Source: an optimization exercise on an open RTL-to-GDS flow (aim: small area, a short achievable clock period and few clock cycles per item). Production flows keep margins and buffers that such runs may drop. At most, simulation tests tie the RTL to the original design; equivalence was not proved.

## old
// cz_quant
module cz_quant (
    input             clk,
    input             rst,           
    input             in_valid,
    output            in_ready,
    input      [31:0] in_d,          
    input             in_ident,      
    input       [2:0] in_table,      
    input       [4:0] in_width,      
    input       [2:0] in_dither,     
    input      [15:0] in_fn,         
    input       [2:0] in_word,       
    input      [19:0] in_entry,      
    input             in_zero,       
    output     [14:0] tbl_addr,      
    input      [15:0] tbl_data0,     
    input      [15:0] tbl_data1,     
    output reg        out_valid,
    input             out_ready,
    output reg [15:0] out_word,
    output reg [31:0] out_y          
);
    reg  sk_valid;
    reg  adv;            
    assign in_ready = adv;
    localparam IW = 54;
    wire [IW-1:0] in_item = {in_d[30:0], in_ident, in_table, in_width[4], in_width[2:0],
                             in_dither, in_fn[3:0], in_word, in_entry[3:0], in_zero};
    reg           s1_valid;
    reg  [IW-1:0] s1_item;
    always @(posedge clk) begin
        if (rst)
            s1_valid <= 1'b0;
        else if (adv)
            s1_valid <= in_valid;
        if (adv)
            s1_item <= in_item;
    end
    wire [30:0] s1_d     = s1_item[53:23];
    wire        s1_ident = s1_item[22];
    wire  [2:0] s1_table = s1_item[21:19];
    wire  [3:0] s1_wc    = s1_item[18:15];
    wire  [2:0] s1_dith  = s1_item[14:12];
    wire  [3:0] s1_fn    = s1_item[11:8];
    wire  [2:0] s1_word  = s1_item[7:5];
    wire  [3:0] s1_entry = s1_item[4:1];
    wire        s1_zero  = s1_item[0];
    wire [11:0] x_idx;
    wire [23:0] x_opa;
    wire  [7:0] x_k;
  ...
For scale: ~6,900 cells after synthesis, ~350 flip-flops, roughly 48,000 um^2 of cells after synthesis.
==> module cz_xstep, before the edit <==
module cz_xstep (
    input  [30:0] d,
    input         ident,
    input         zero,        
    output [11:0] idx,
    output [23:0] op_a,
    output [7:0]  k
);
    wire [7:0]  e8 = d[30:23];
    wire [23:0] m  = {|e8, d[22:0]};
    reg [4:0] lz;
    integer n;
    always @* begin
        lz = 5'd0;
        for (n = 0; n < 24; n = n + 1)
            if (m[n]) lz = 5'd23 - n[4:0];
    end
    wire [23:0] mn = m << lz;
    wire [7:0]  eb = (e8 == 8'd0) ? 8'd1 : e8;
    wire [35:0] p;
    cz_rca #(.N(36)) u_p (.a({mn, 12'd0}), .b(~{12'd0, mn}), .ci(1'b1), .s(p), .co());
    wire        h    = p[35];
    wire [23:0] xraw = h ? p[35:12] : p[34:11];
    wire        rb   = h ? p[11] : p[10];
    wire        st   = h ? (|p[10:0]) : (|p[9:0]);
    wire        up   = rb & (st | xraw[0]);
    wire [24:0] xs   = {1'b0, xraw} + {24'd0, up};
    wire        cy   = xs[24];
    wire [23:0] xm   = cy ? 24'h800000 : xs[23:0];
    wire signed [9:0] g = $signed({2'b00, eb}) + $signed({9'd0, h}) + $signed({9'd0, cy})
                          - $signed({5'd0, lz});
    wire        xge1 = (g >= 10'sd116);
    wire [9:0]  shw  = g - 10'sd116;
    wire [3:0]  sh   = xge1 ? shw[3:0] : 4'd0;
    wire [34:0] xf   = {11'd0, xm} << sh;
    wire [9:0]  kt   = 10'sd116 - g;
    assign idx  = xge1 ? xf[34:23] : 12'd0;
    assign op_a = zero ? 24'd0 : ident ? m : (xge1 ? {1'b0, xf[22:0]} : xm);
    assign k    = ident ? (8'd127 - eb) : (xge1 ? 8'd0 : kt[7:0]);
endmodule
==> module cz_quant, before the edit <==
module cz_quant (
    input             clk,
    input             rst,           
    input             in_valid,
    output            in_ready,
    input      [31:0] in_d,          
    input             in_ident,      
    input       [2:0] in_table,      
    input       [4:0] in_width,      
    input       [2:0] in_dither,     
    input      [15:0] in_fn,         
    input       [2:0] in_word,       
    input      [19:0] in_entry,      
    input             in_zero,       
    output     [14:0] tbl_addr,      
    input      [15:0] tbl_data0,     
    input      [15:0] tbl_data1,     
    output reg        out_valid,
    input             out_ready,
    output reg [15:0] out_word,
    output reg [31:0] out_y          
);
    reg  sk_valid;
    reg  adv;            
    assign in_ready = adv;
    localparam IW = 54;
    wire [IW-1:0] in_item = {in_d[30:0], in_ident, in_table, in_width[4], in_width[2:0],
                             in_dither, in_fn[3:0], in_word, in_entry[3:0], in_zero};
    reg           s1_valid;
    reg  [IW-1:0] s1_item;
    always @(posedge clk) begin
        if (rst)
            s1_valid <= 1'b0;
        else if (adv)
            s1_valid <= in_valid;
        if (adv)
            s1_item <= in_item;
    end
    wire [30:0] s1_d     = s1_item[53:23];
    wire        s1_ident = s1_item[22];
    wire  [2:0] s1_table = s1_item[21:19];
    wire  [3:0] s1_wc    = s1_item[18:15];
    wire  [2:0] s1_dith  = s1_item[14:12];
    wire  [3:0] s1_fn    = s1_item[11:8];
    wire  [2:0] s1_word  = s1_item[7:5];
    wire  [3:0] s1_entry = s1_item[4:1];
    wire        s1_zero  = s1_item[0];
    wire [11:0] x_idx;
    wire [23:0] x_opa;
    wire  [7:0] x_k;
    cz_xstep u_x (.d(s1_d), .ident(s1_ident), .zero(s1_zero), .idx(x_idx), .op_a(x_opa), .k(x_k));
    wire [3:0] v = s1_fn + {s1_word, 1'b0} + {1'b0, s1_word} + {s1_entry[1:0], 2'b00} + s1_entry;
    reg  [4:0] tau5;
    always @* begin
        case (s1_dith)
            3'd0:    tau5 = 5'b10000;
            3'd1:    tau5 = {v[0], 4'b1000};
            3'd2:    tau5 = {v[0], v[1], 3'b100};
            3'd3:    tau5 = {v[0], v[1], v[2], 2'b10};
            default: tau5 = {v[0], v[1], v[2], v[3], 1'b1};
        endcase
    end
    reg        s2_valid, s2_ident;
    reg  [2:0] s2_table;
    reg [11:0] s2_idx;
    reg [23:0] s2_opa;
    reg  [7:0] s2_k;
    reg  [3:0] s2_wc;
    reg  [4:0] s2_tau;
    always @(posedge clk) begin
        if (rst)
            s2_valid <= 1'b0;
        else if (adv)
            s2_valid <= s1_valid;
        if (adv) begin
            s2_ident <= s1_ident || s1_zero;
            s2_table <= s1_table;
            s2_idx   <= x_idx;
            s2_opa   <= x_opa;
            s2_k     <= x_k;
            s2_wc    <= s1_wc;
            s2_tau   <= tau5;
        end
    end
    assign tbl_addr = {s2_table, s2_idx};
    reg        s3_valid, s3_ident;
    reg [15:0] s3_t0, s3_t1;
    reg [23:0] s3_opa;
    reg  [7:0] s3_k;
    reg  [3:0] s3_wc;
    reg  [4:0] s3_tau;
    always @(posedge clk) begin
        if (rst)
            s3_valid <= 1'b0;
        else if (adv)
            s3_valid <= s2_valid;
        if (adv) begin
            s3_ident <= s2_ident;
            s3_t0    <= tbl_data0;
            s3_t1    <= tbl_data1;
            s3_opa   <= s2_opa;
            s3_k     <= s2_k;
            s3_wc    <= s2_wc;
            s3_tau   <= s2_tau;
        end
    end
    wire [39:0] m_r;
    wire        m_sgn;
    cz_mstep u_m (.t0(s3_t0), .t1(s3_t1), .op_a(s3_opa), .ident(s3_ident), .r(m_r), .sgn(m_sgn));
    wire [44:0] a_q;
    wire        a_tiny;
    wire  [7:0] a_ue;
    wire [15:0] m_t0 = s3_ident ? 16'd0 : s3_t0;
    cz_astep u_a (.r(m_r), .sgn(m_sgn), .t0(m_t0), .k(s3_k), .q(a_q), .tiny(a_tiny), .ue(a_ue));
    reg        s5_valid, s5_tiny;
    reg [44:0] s5_q;
    reg  [7:0] s5_ue;
    reg  [3:0] s5_wc;
    reg  [4:0] s5_tau;
    always @(posedge clk) begin
        if (rst)
            s5_valid <= 1'b0;
        else if (adv)
            s5_valid <= s3_valid;
        if (adv) begin
            s5_tiny <= a_tiny;
            s5_q    <= a_q;
            s5_ue   <= a_ue;
            s5_wc   <= s3_wc;
            s5_tau  <= s3_tau;
        end
    end
    wire [31:0] o_y;
    wire [15:0] o_code;
    cz_ostep u_o (.q(s5_q), .ue(s5_ue), .tiny(s5_tiny), .wc(s5_wc), .tau5(s5_tau),
                  .yf(o_y), .code(o_code));
    wire [15:0] w_word = o_code;
    wire [31:0] w_y    = o_y;
    wire        w_valid = adv && s5_valid;      
    wire        out_free = !out_valid || out_ready;
    reg  [15:0] sk_word;
    reg  [31:0] sk_y;
    always @(posedge clk) begin
        if (rst) begin
            out_valid <= 1'b0;
            sk_valid  <= 1'b0;
            adv       <= 1'b1;
        end else begin
            if (out_free)
                out_valid <= sk_valid || w_valid;
            sk_valid <= !out_free && (sk_valid || w_valid);
            adv      <= !(!out_free && (sk_valid || w_valid));
        end
        if (out_free) begin
            out_word <= sk_valid ? sk_word : w_word;
            out_y    <= sk_valid ? sk_y : w_y;
        end
        if (!sk_valid) begin
            sk_word <= w_word;
            sk_y    <= w_y;
        end
    end
endmodule
Settings: LEC_CHECK=0, ABC_AREA=1, CAP_MARGIN=20, CORE_MARGIN=2, CORE_UTILIZATION=40, SLEW_MARGIN=20; clock period 140.0 ns.
run.sh (not shown) runs the stock make flow with config.mk's settings and CLKGATE_MAP_FILE= SYNTH_SCRIPT=/design/flow/synth_recipe.tcl, a recipe that flattens the netlist after the stock synthesis.
Testbench counts of old, summed over its fixed seeds: cycles 16,040, items 16,000.
The following lists how new was set up differently from old:
diff --git a/flow/design.v b/flow/design.v
--- a/flow/design.v
+++ b/flow/design.v
@@ -130,21 +130,26 @@
     wire [23:0] xraw = h ? p[35:12] : p[34:11];
     wire        rb   = h ? p[11] : p[10];
     wire        st   = h ? (|p[10:0]) : (|p[9:0]);
     wire        up   = rb & (st | xraw[0]);
-    wire [24:0] xs   = {1'b0, xraw} + {24'd0, up};
+    wire [24:0] xs;
+    cz_rca #(.N(24)) u_xs (.a(xraw), .b(24'd0), .ci(up), .s(xs[23:0]), .co(xs[24]));
     wire        cy   = xs[24];
     wire [23:0] xm   = cy ? 24'h800000 : xs[23:0];
-    wire signed [9:0] g = $signed({2'b00, eb}) + $signed({9'd0, h}) + $signed({9'd0, cy})
-                          - $signed({5'd0, lz});
-    wire        xge1 = (g >= 10'sd116);
-    wire [9:0]  shw  = g - 10'sd116;
+    wire [8:0]  gp;
+    cz_rca #(.N(9)) u_gp (.a({1'b0, eb}), .b({7'd0, h & cy, h ^ cy}), .ci(1'b0), .s(gp), .co());
+    wire [9:0]  g;
+    cz_rca #(.N(10)) u_g (.a({1'b0, gp}), .b(~{5'd0, lz}), .ci(1'b1), .s(g), .co());
+    wire [9:0]  shw;                         
+    cz_rca #(.N(10)) u_sh (.a(g), .b(~10'd116), .ci(1'b1), .s(shw), .co());
+    wire        xge1 = !shw[9];
     wire [3:0]  sh   = xge1 ? shw[3:0] : 4'd0;
     wire [34:0] xf   = {11'd0, xm} << sh;
-    wire [9:0]  kt   = 10'sd116 - g;
+    wire [7:0]  kt;                          
+    cz_rca #(.N(8)) u_kt (.a(8'd116), .b(~g[7:0]), .ci(1'b1), .s(kt), .co());
     assign idx  = xge1 ? xf[34:23] : 12'd0;
     assign op_a = zero ? 24'd0 : ident ? m : (xge1 ? {1'b0, xf[22:0]} : xm);
-    assign k    = ident ? (8'd127 - eb) : (xge1 ? 8'd0 : kt[7:0]);
+    assign k    = ident ? {1'b0, ~eb[6:0]} : (xge1 ? 8'd0 : kt);
 endmodule
 module cz_mstep (
     input  [15:0] t0,
     input  [15:0] t1,
@@ -267,9 +272,10 @@
     output reg [31:0] out_y          
 );
     reg  sk_valid;
     reg  adv;            
-    assign in_ready = adv;
+    reg  rdy;            
+    assign in_ready = rdy;
     localparam IW = 54;
     wire [IW-1:0] in_item = {in_d[30:0], in_ident, in_table, in_width[4], in_width[2:0],
                              in_dither, in_fn[3:0], in_word, in_entry[3:0], in_zero};
     reg           s1_valid;
@@ -277,9 +283,9 @@
     always @(posedge clk) begin
         if (rst)
             s1_valid <= 1'b0;
         else if (adv)
-            s1_valid <= in_valid;
+            s1_valid <= in_valid && rdy;
         if (adv)
             s1_item <= in_item;
     end
     wire [30:0] s1_d     = s1_item[53:23];
@@ -390,13 +396,15 @@
         if (rst) begin
             out_valid <= 1'b0;
             sk_valid  <= 1'b0;
             adv       <= 1'b1;
+            rdy       <= 1'b0;
         end else begin
             if (out_free)
                 out_valid <= sk_valid || w_valid;
             sk_valid <= !out_free && (sk_valid || w_valid);
             adv      <= !(!out_free && (sk_valid || w_valid));
+            rdy      <= !(!out_free && (sk_valid || w_valid));
         end
         if (out_free) begin
             out_word <= sk_valid ? sk_word : w_word;
             out_y    <= sk_valid ? sk_y : w_y;
### Flow results
new has more setup slack than old.
Delta (new minus old): final instance count without filler cells fell by 157; simple logic cell fraction of the synthesized area stayed essentially flat; number of cells produced by synthesis fell by about 2%.
Sequential element share of the synthesized area, old and new: smaller value in old
new vs old on global-route usage over all layers: new is the lower one.
Lower netlist area before placement goes to new over old.
For new, only the layout was checked, not whether the RTL still works.

## re-timing with driven ports
In the flow no input, the clock included, has a driving cell. The finished layouts below were timed again as built, in two steps.
Step 1 sets driving cells, clkbuf_16 on the clock port and buf_2 on the other inputs (assumed; they add their load-dependent delay and slew).
Step 2 also shifts input and output timing later by t, the mid clock arrival at the registers, as if the neighbouring blocks saw the same clock.
Three values: ideal ports, drivers, drivers and shift; two values: the first two.
run | t, ns | setup slack, ns | worst setup path after step 2 | slew at the worst register clock pin (ns)
old | 0.700 | 110.201 / 110.127 / 110.513 | input to register | 0.08 / 0.08
new | 0.665 | 110.461 / 110.388 / 110.315 | input to register | 0.08 / 0.08
After both steps every run listed still meets setup and hold. The setup slack of new, which loses most, moves by -0.073 ns with the drivers and by -0.146 ns with both steps.
